This design comes from an exercise in tuning for small area, a short achievable clock period and few clock cycles on the open sky130 flow, not from production work. Function not checked in this run: the RTL went through the layout flow alone. Power figures rest on the tool's default switching activity, not on a simulated workload.

[run.sh]
#!/bin/bash
# synth_recipe.tcl (not shown) runs the flow's synth.tcl, then flattens the netlist and writes it again
# the make line also repeats each setting of config.mk as NAME=value (left out here)
make -C /OpenROAD-flow-scripts/flow DESIGN_CONFIG=/design/flow/config.mk WORK_HOME=/design/flow/orfs CLKGATE_MAP_FILE= SYNTH_SCRIPT=/design/flow/synth_recipe.tcl finish
[config.mk]
export PLATFORM = sky130hd
export DESIGN_NAME = kz_lapcore
export DESIGN_NICKNAME = kz_lapcore
export VERILOG_FILES = /design/flow/design.v
export SDC_FILE = /design/flow/constraint.sdc
export NUM_CORES = 4
export LEC_CHECK = 0
export CAP_MARGIN = 20
export CORE_MARGIN = 2
export CORE_UTILIZATION = 40
export SLEW_MARGIN = 20
[constraint.sdc]
create_clock -name core_clock -period 14.0 [get_ports {clk}]
set_input_delay 2.8000 -clock core_clock [delete_from_list [all_inputs] [get_ports {clk}]]
set_output_delay 2.8000 -clock core_clock [all_outputs]
set_load 0.01 [all_outputs]
[design.v]
module kz_lapcore (
    input  wire        clk,
    input  wire        rst_n,        
    input  wire        in_valid,
    output wire        in_ready,
    input  wire        in_op,        
    input  wire [31:0] in_data,      
    input  wire [1:0]  in_gain,      
    input  wire [15:0] in_gate,      
    input  wire [15:0] in_dist,      
    output reg         out_valid,
    output reg  [15:0] out_e,        
    output reg  [31:0] out_period,   
    output reg  [31:0] out_length,   
    output reg         out_reject,   
    output reg         out_dist,     
    output reg         out_loss      
);
    localparam [31:0] P_NOM = 32'd1280000000;    
    localparam [31:0] P_MIN = 32'd896000000;     
    localparam [31:0] P_MAX = 32'd1638400000;    
    localparam integer QBITS = 20;               
    localparam [2:0] S_IDLE = 3'd0, S_DIV = 3'd1, S_ERR = 3'd2, S_PER = 3'd3, S_LEN = 3'd4;
    reg [2:0]  st;
    reg [31:0] period;
    reg        neg;
    reg [1:0]  gain;
    reg [15:0] gthr, dthr;
    reg [4:0]  cnt;
    reg [32:0] rem;            
    reg [QBITS-1:0] quo;
    reg [18:0] mag;            
    reg [15:0] magc;           
    reg [32:0] pnew;
    assign in_ready = (st == S_IDLE);
    wire [31:0] d_abs = in_data[31] ? (~in_data + 32'd1) : in_data;
    wire [32:0] rem_sh  = {rem[31:0], 1'b0};    
    wire [33:0] rem_sub = {1'b0, rem_sh} - {2'b00, period};
    wire        q_bit   = !rem_sub[33];
    wire [4:0]  ki_sh = (gain == 2'd0) ? 5'd25 : (gain == 2'd1) ? 5'd23 :
                        (gain == 2'd2) ? 5'd21 : 5'd19;
    wire [4:0]  kp_sh = (gain == 2'd0) ? 5'd20 : (gain == 2'd1) ? 5'd19 :
                        (gain == 2'd2) ? 5'd18 : 5'd17;
    wire [47:0] prod_p = period * magc;
    wire [47:0] prod_l = pnew[31:0] * magc;
    wire [47:0] rnd_p  = prod_p + (48'd1 << (ki_sh - 5'd1));
    wire [47:0] rnd_l  = prod_l + (48'd1 << (kp_sh - 5'd1));
    wire [31:0] dp     = rnd_p >> ki_sh;
    wire [31:0] dl     = rnd_l >> kp_sh;
    wire [32:0] p_upd  = neg ? ({1'b0, period} - {1'b0, dp}) : ({1'b0, period} + {1'b0, dp});
    wire [32:0] l_upd  = neg ? (pnew - {1'b0, dl}) : (pnew + {1'b0, dl});
    wire [19:0] mag_r  = (quo + 20'd1) >> 1;     
    always @(posedge clk) begin
        out_valid <= 1'b0;
        if (!rst_n) begin
            st         <= S_IDLE;
            period     <= P_NOM;
            out_e      <= 16'd0;
            out_period <= P_NOM;
            out_length <= P_NOM;
            out_reject <= 1'b0;
            out_dist   <= 1'b0;
            out_loss   <= 1'b0;
        end else begin
            case (st)
                S_IDLE: begin
                    if (in_valid) begin
                        if (in_op) begin
                            period     <= in_data;
                            out_valid  <= 1'b1;
                            out_e      <= 16'd0;
                            out_period <= in_data;
                            out_length <= in_data;
                            out_reject <= 1'b0;
                            out_dist   <= 1'b0;
                            out_loss   <= 1'b0;
                        end else begin
                            neg  <= in_data[31];
                            gain <= in_gain;
                            gthr <= in_gate;
                            dthr <= in_dist;
                            rem  <= {5'd0, d_abs[24:0], 3'd0};
                            cnt  <= 5'd0;
                            st   <= S_DIV;
                        end
                    end
                end
                S_DIV: begin
                    rem <= q_bit ? rem_sub[32:0] : rem_sh;
                    quo <= {quo[QBITS-2:0], q_bit};
                    cnt <= cnt + 5'd1;
                    if (cnt == 5'd19)     
                        st <= S_ERR;
                end
                S_ERR: begin
                    mag  <= mag_r[18:0];
                    magc <= (mag_r[18:0] > {3'd0, dthr}) ? dthr : mag_r[15:0];
                    st   <= S_PER;
                end
                S_PER: begin
                    out_e      <= neg ? ((mag > 19'd32768) ? 16'h8000 : (~mag[15:0] + 16'd1))
                                      : ((mag > 19'd32767) ? 16'h7FFF : mag[15:0]);
                    out_dist   <= (mag > {3'd0, dthr});
                    out_reject <= 1'b0;
                    out_loss   <= 1'b0;
                    if (mag > {3'd0, gthr}) begin
                        out_valid  <= 1'b1;
                        out_reject <= 1'b1;
                        out_dist   <= 1'b0;
                        out_period <= period;
                        out_length <= period;
                        st         <= S_IDLE;
                    end else if (p_upd < {1'b0, P_MIN} || p_upd > {1'b0, P_MAX}) begin
                        out_valid  <= 1'b1;
                        out_loss   <= 1'b1;
                        out_period <= period;
                        out_length <= period;
                        st         <= S_IDLE;
                    end else begin
                        pnew <= p_upd;
                        st   <= S_LEN;
                    end
                end
                S_LEN: begin
                    period     <= pnew[31:0];
                    out_valid  <= 1'b1;
                    out_period <= pnew[31:0];
                    out_length <= l_upd[31:0];
                    st         <= S_IDLE;
                end
                default: st <= S_IDLE;
            endcase
        end
    end
endmodule
==> results.toml <==
[status]
status = "finished clean"

[global_routing]
grt_pass1_vias = 50200
track_usage_pct = 26.7
grt_first_pass_wirelength_mm = 304
antenna_found_initial = 8
grt_overflow = 0
grt_max_degree = 100

[cells_and_area]
drive_above_1_share_pct = 5.32
n_antenna_cell = 0
syn_to_final_growth_pct = 8.98
fin_nets = 8233

[power_and_ir_drop]
pwr-share-comb_pct = 84.3
p_per_area_nw_per_um2 = 199
switchingPower_mw = 7.10
p_sw_share_pct = 56.7
seqPwrFrac_pct = 8.9
p_int_mw = 5.42
p_total_mw = 12.5
max-vdd-ir-drop_v = 0.000299
leakagePower_nw = 29.0
clkPwrFrac_pct = 6.8

[sta]
finalCriticalPeriod_ns = 13.28
setup_viol = 0
rsz0062_at_grt = "false"
post-route-period-util_pct = 94.8
fmax_mhz = 75.3
slew_violations = 0
worst_pin_slew_ns = 1.17
fin_skew_ns = 0.0256
relSlewSlack_pct = 22.2
setup_tns_ns = 0
final_hold_viol_count = 0

[clocking]
clock-sinks = 278
cts_root_buffer = "clkbuf_16"
insertion_delay_ns = 0.63
cts_buffers = 31
htreeDepth = 1
ctsLongestPathBuffers = 3
clk_pin_slew_worst_paths_ns = 0.06
cts_tree = "yes"

[setup_path]
startpoint_type = "register"
worstReg2RegStart = "period[11]$_SDFFE_PN0P_"
critPathSlowestCell = "dfxtp_1"
cp_common_cell = "fa_1"
crit_arrival_ns = 13.82
path_class = "reg2reg"
critPathRequiredTime_ns = 14.54
worst-path-max-fanout = 19
regToRegEndpoint = "out_period[31]$_SDFFE_PN0P_"
rr_worst_depth = 42
cp_slowest_stage_delay_ns = 1.02
critPathCaptureType = "register"
reg2reg_slack_ns = 0.72

[logic_synthesis]
netlist_instances = 6885
synth_edf_count = 159
synth_ff_type = "edfxtp_1"
ys_warn_count = 1
ys_ff_latch = 278
yosysUniqueCellTypes = 119
yosysSeqAreaShare_pct = 12.4
syn_avg_cell_area_um2 = 8.39
asyncSetResetFlopFracSynth_pct = 0
syn-cell-area_um2 = 57800

[min_path]
whs_endpoint = "out_length[9]$_SDFFE_PN0P_"
worstHoldStart = "out_length[9]$_SDFFE_PN0P_"
min_path_type = "reg2reg"
whs_path_depth = 2

[drt]
first_iter_violations = 4639
ant_nets = 0
vias_per_cell = 5.63
dr.pass1.iters = 6
wire_per_inst_um = 22.5
drc = 0
wl_mm = 198
vias = 49600

[place]
routabilityCongestion = 0.976
io_buffer_count = 154
hpwl_mm = 160

[run]
drv_cap = 0

[floorplanning]
row_count = 139
die_area_um2 = 147000
core_um2 = 143000
io_pins = 155
dieWidth_um = 384
die_h_um = 384
initial_core_util_pct = 40.2
==> what timing repair did <==
action / in CTS / in global routing
buffers inserted: 0 / 5
hold buffers: 0 / 0
setup endpoints to repair: 0 / 98
resized for setup: 0 / 2
==> metal layers <==
metal / vias to the layer above / routed length (um) / GRT usage (%)
li1: 22300 / - / -
met1: 25000 / 82000 / 35.7
met2: 1917 / 92400 / 43.9
met3: 368 / 14200 / 3.57
met4: 4 / 9310 / 10.3
met5: - / 27 / 0
==> cells in the mapped netlist, drive strengths merged, types with 35 or more instances <==
master / n / area [um^2]
nand2: 1120 / 4210
mux2i: 102 / 1020
nor2b: 56 / 350
o211ai: 51 / 403
nand4: 55 / 350
o21ai: 213 / 1070
a21oi: 269 / 1350
buf: 44 / 322
edfxtp: 159 / 4770
a211oi: 69 / 523
xor2: 110 / 963
nor3: 112 / 566
and2: 394 / 2470
nand2b: 35 / 219
and3: 59 / 372
o21a: 51 / 383
clkbuf: 365 / 1370
nor2: 274 / 1040
a21o: 77 / 579
inv: 1081 / 4060
xnor2: 119 / 1050
dfxtp: 119 / 2380
fa: 876 / 17500
ha: 409 / 5120
a31oi: 68 / 425
nand3: 98 / 490
==> power by group through the flow <==
stage               clock network [mW]  logic (mW)  registers [mW]
floorplan                            0        7.29            1.09
global placement                     0        10.3            1.12
CTS                              0.868        10.4            1.11
finish                           0.854        10.6            1.11
global route                     0.899        11.5            1.11
detailed placement                   0        10.3            1.12
==> logic make-up (layout without fill, tap and decap cells) <==
family | Yosys count | count (layout) | synth area share [%]
xor+xnor | 229 | 229 | 3.49
compound gates | 1120 | 1120 | 13.1
fa+ha+maj | 1285 | 1285 | 39.2
mux | 135 | 135 | 2.53
buf+inv | 1490 | 1483 | 9.96
other cells | 2 | 27 | 0.0130
flops | 278 | 278 | 12.4
simple gates | 2346 | 2346 | 19.3
==> placed cells by master (no fill, tap or decap), drive strengths merged, types with 68 or more instances in the layout <==
| cell | Yosys | routed |
|---|---|---|
| a211oi | 69 | 69 |
| a21o | 77 | 77 |
| a21oi | 269 | 269 |
| a31oi | 68 | 68 |
| and2 | 394 | 394 |
| buf | 44 | 191 |
| clkdlybuf4s50 | 0 | 153 |
| dfxtp | 119 | 119 |
| edfxtp | 159 | 159 |
| fa | 876 | 876 |
| ha | 409 | 409 |
| inv | 1081 | 1085 |
| mux2i | 102 | 102 |
| nand2 | 1120 | 1120 |
| nand3 | 98 | 98 |
| nor2 | 274 | 274 |
| nor3 | 112 | 112 |
| o21ai | 213 | 213 |
| xnor2 | 119 | 119 |
| xor2 | 110 | 110 |
==> through the flow <==
step	util, %	hold WS, ns	setup WS [ns]	instance area (um^2)	std cells
6_report	43.9	0.463	0.722	62900	8806
2_1_floorplan	-	0.463	1.61	57800	6910
4_1_cts	43.8	0.465	0.360	62800	8799
3_3_place_gp	43.0	0.446	0.502	61800	8740
5_1_grt	43.9	0.483	0.0432	62900	8806
3_5_place_dp	43.1	0.454	0.458	61800	8741
==> worst max-delay path by stage <==
stage | cells after the start | startpoint | slack [ns] | to
global placement | 45 | magc[2]$_DFFE_PP_ | 0.50 | out_period[2]$_SDFFE_PN0P_
global route | 42 | period[17]$_SDFFE_PN1P_ | 0.04 | out_period[9]$_SDFFE_PN0P_
finish | 42 | period[11]$_SDFFE_PN0P_ | 0.72 | out_period[31]$_SDFFE_PN0P_
detailed placement | 42 | magc[2]$_DFFE_PP_ | 0.46 | out_period[9]$_SDFFE_PN0P_
CTS | 42 | magc[2]$_DFFE_PP_ | 0.36 | out_period[31]$_SDFFE_PN0P_
floorplan | 43 | gain[0]$_DFFE_PP_ | 1.61 | pnew[0]$_DFFE_PP_
==> flip-flops by register name, indices dropped and copies added, names as in the netlist <==
register    flops
out_dist        1
neg             1
out_reject      1
gain            2
out_loss        1
out_valid       1
mag            19
out_e          16
dthr           16
st              3
gthr           16
rem            32
pnew           32
period         32
magc           16
out_period     32
out_length     32
cnt             5
quo            20
==> worst max-delay path, delay by kind of cell, from the launching register on <==
| kind | cells | cell delay, ns |
|---|---|---|
| DFF | 1 | 1.02 |
| xor gates and xnor gates | 3 | 0.73 |
| AOI/OAI and AO/OA | 13 | 4.04 |
| buffers and inverters | 6 | 0.71 |
| adders and majority gates | 8 | 3.91 |
| and+or+nand+nor | 11 | 2.54 |
| muxes | 1 | 0.18 |
==> layout make-up <==
| class | count | area, um^2 |
|---|---|---|
| fillers | 14300 | 80500 |
| well taps | 1903 | 2380 |
| clock inverters | 18 | 150 |
| repair buffers | 344 | 3280 |
| clock buffers | 40 | 892 |
| flip-flops and latches | 278 | 7160 |
| inverters | 1081 | 4060 |
| multi-input cells | 5142 | 45000 |

[afterwards: timing with drivers on the ports]
No port has a modelled driver above. Below, the same layout with a new extraction and two added sets of constraints. Step 1 (the two cells are an assumption about what drives the block):
set clk [get_ports {clk}]
set_driving_cell -lib_cell sky130_fd_sc_hd__clkbuf_16 $clk
set_driving_cell -lib_cell sky130_fd_sc_hd__buf_2 [delete_from_list [all_inputs] $clk]
Step 2 times the ports against the registers' clock, not the clock port: input delays grow and output delays shrink by t, the midpoint of the rising clock arrivals with the driver on. Three values: no drivers, after step 1, after step 2; two values: the first two.
t (ns): 0.692
slack for setup (ns): 0.722 / 0.722 / 0.722
latest minus earliest clock arrival (ns): 0.026 / 0.026
worst data-port slew with drivers (ns): 0.07
cell pins on the clock port's net: 1
After both steps this run still meets setup and hold. For this run, drivers alone change the setup slack by 0.000 ns; drivers and shift together by 0.000 ns.
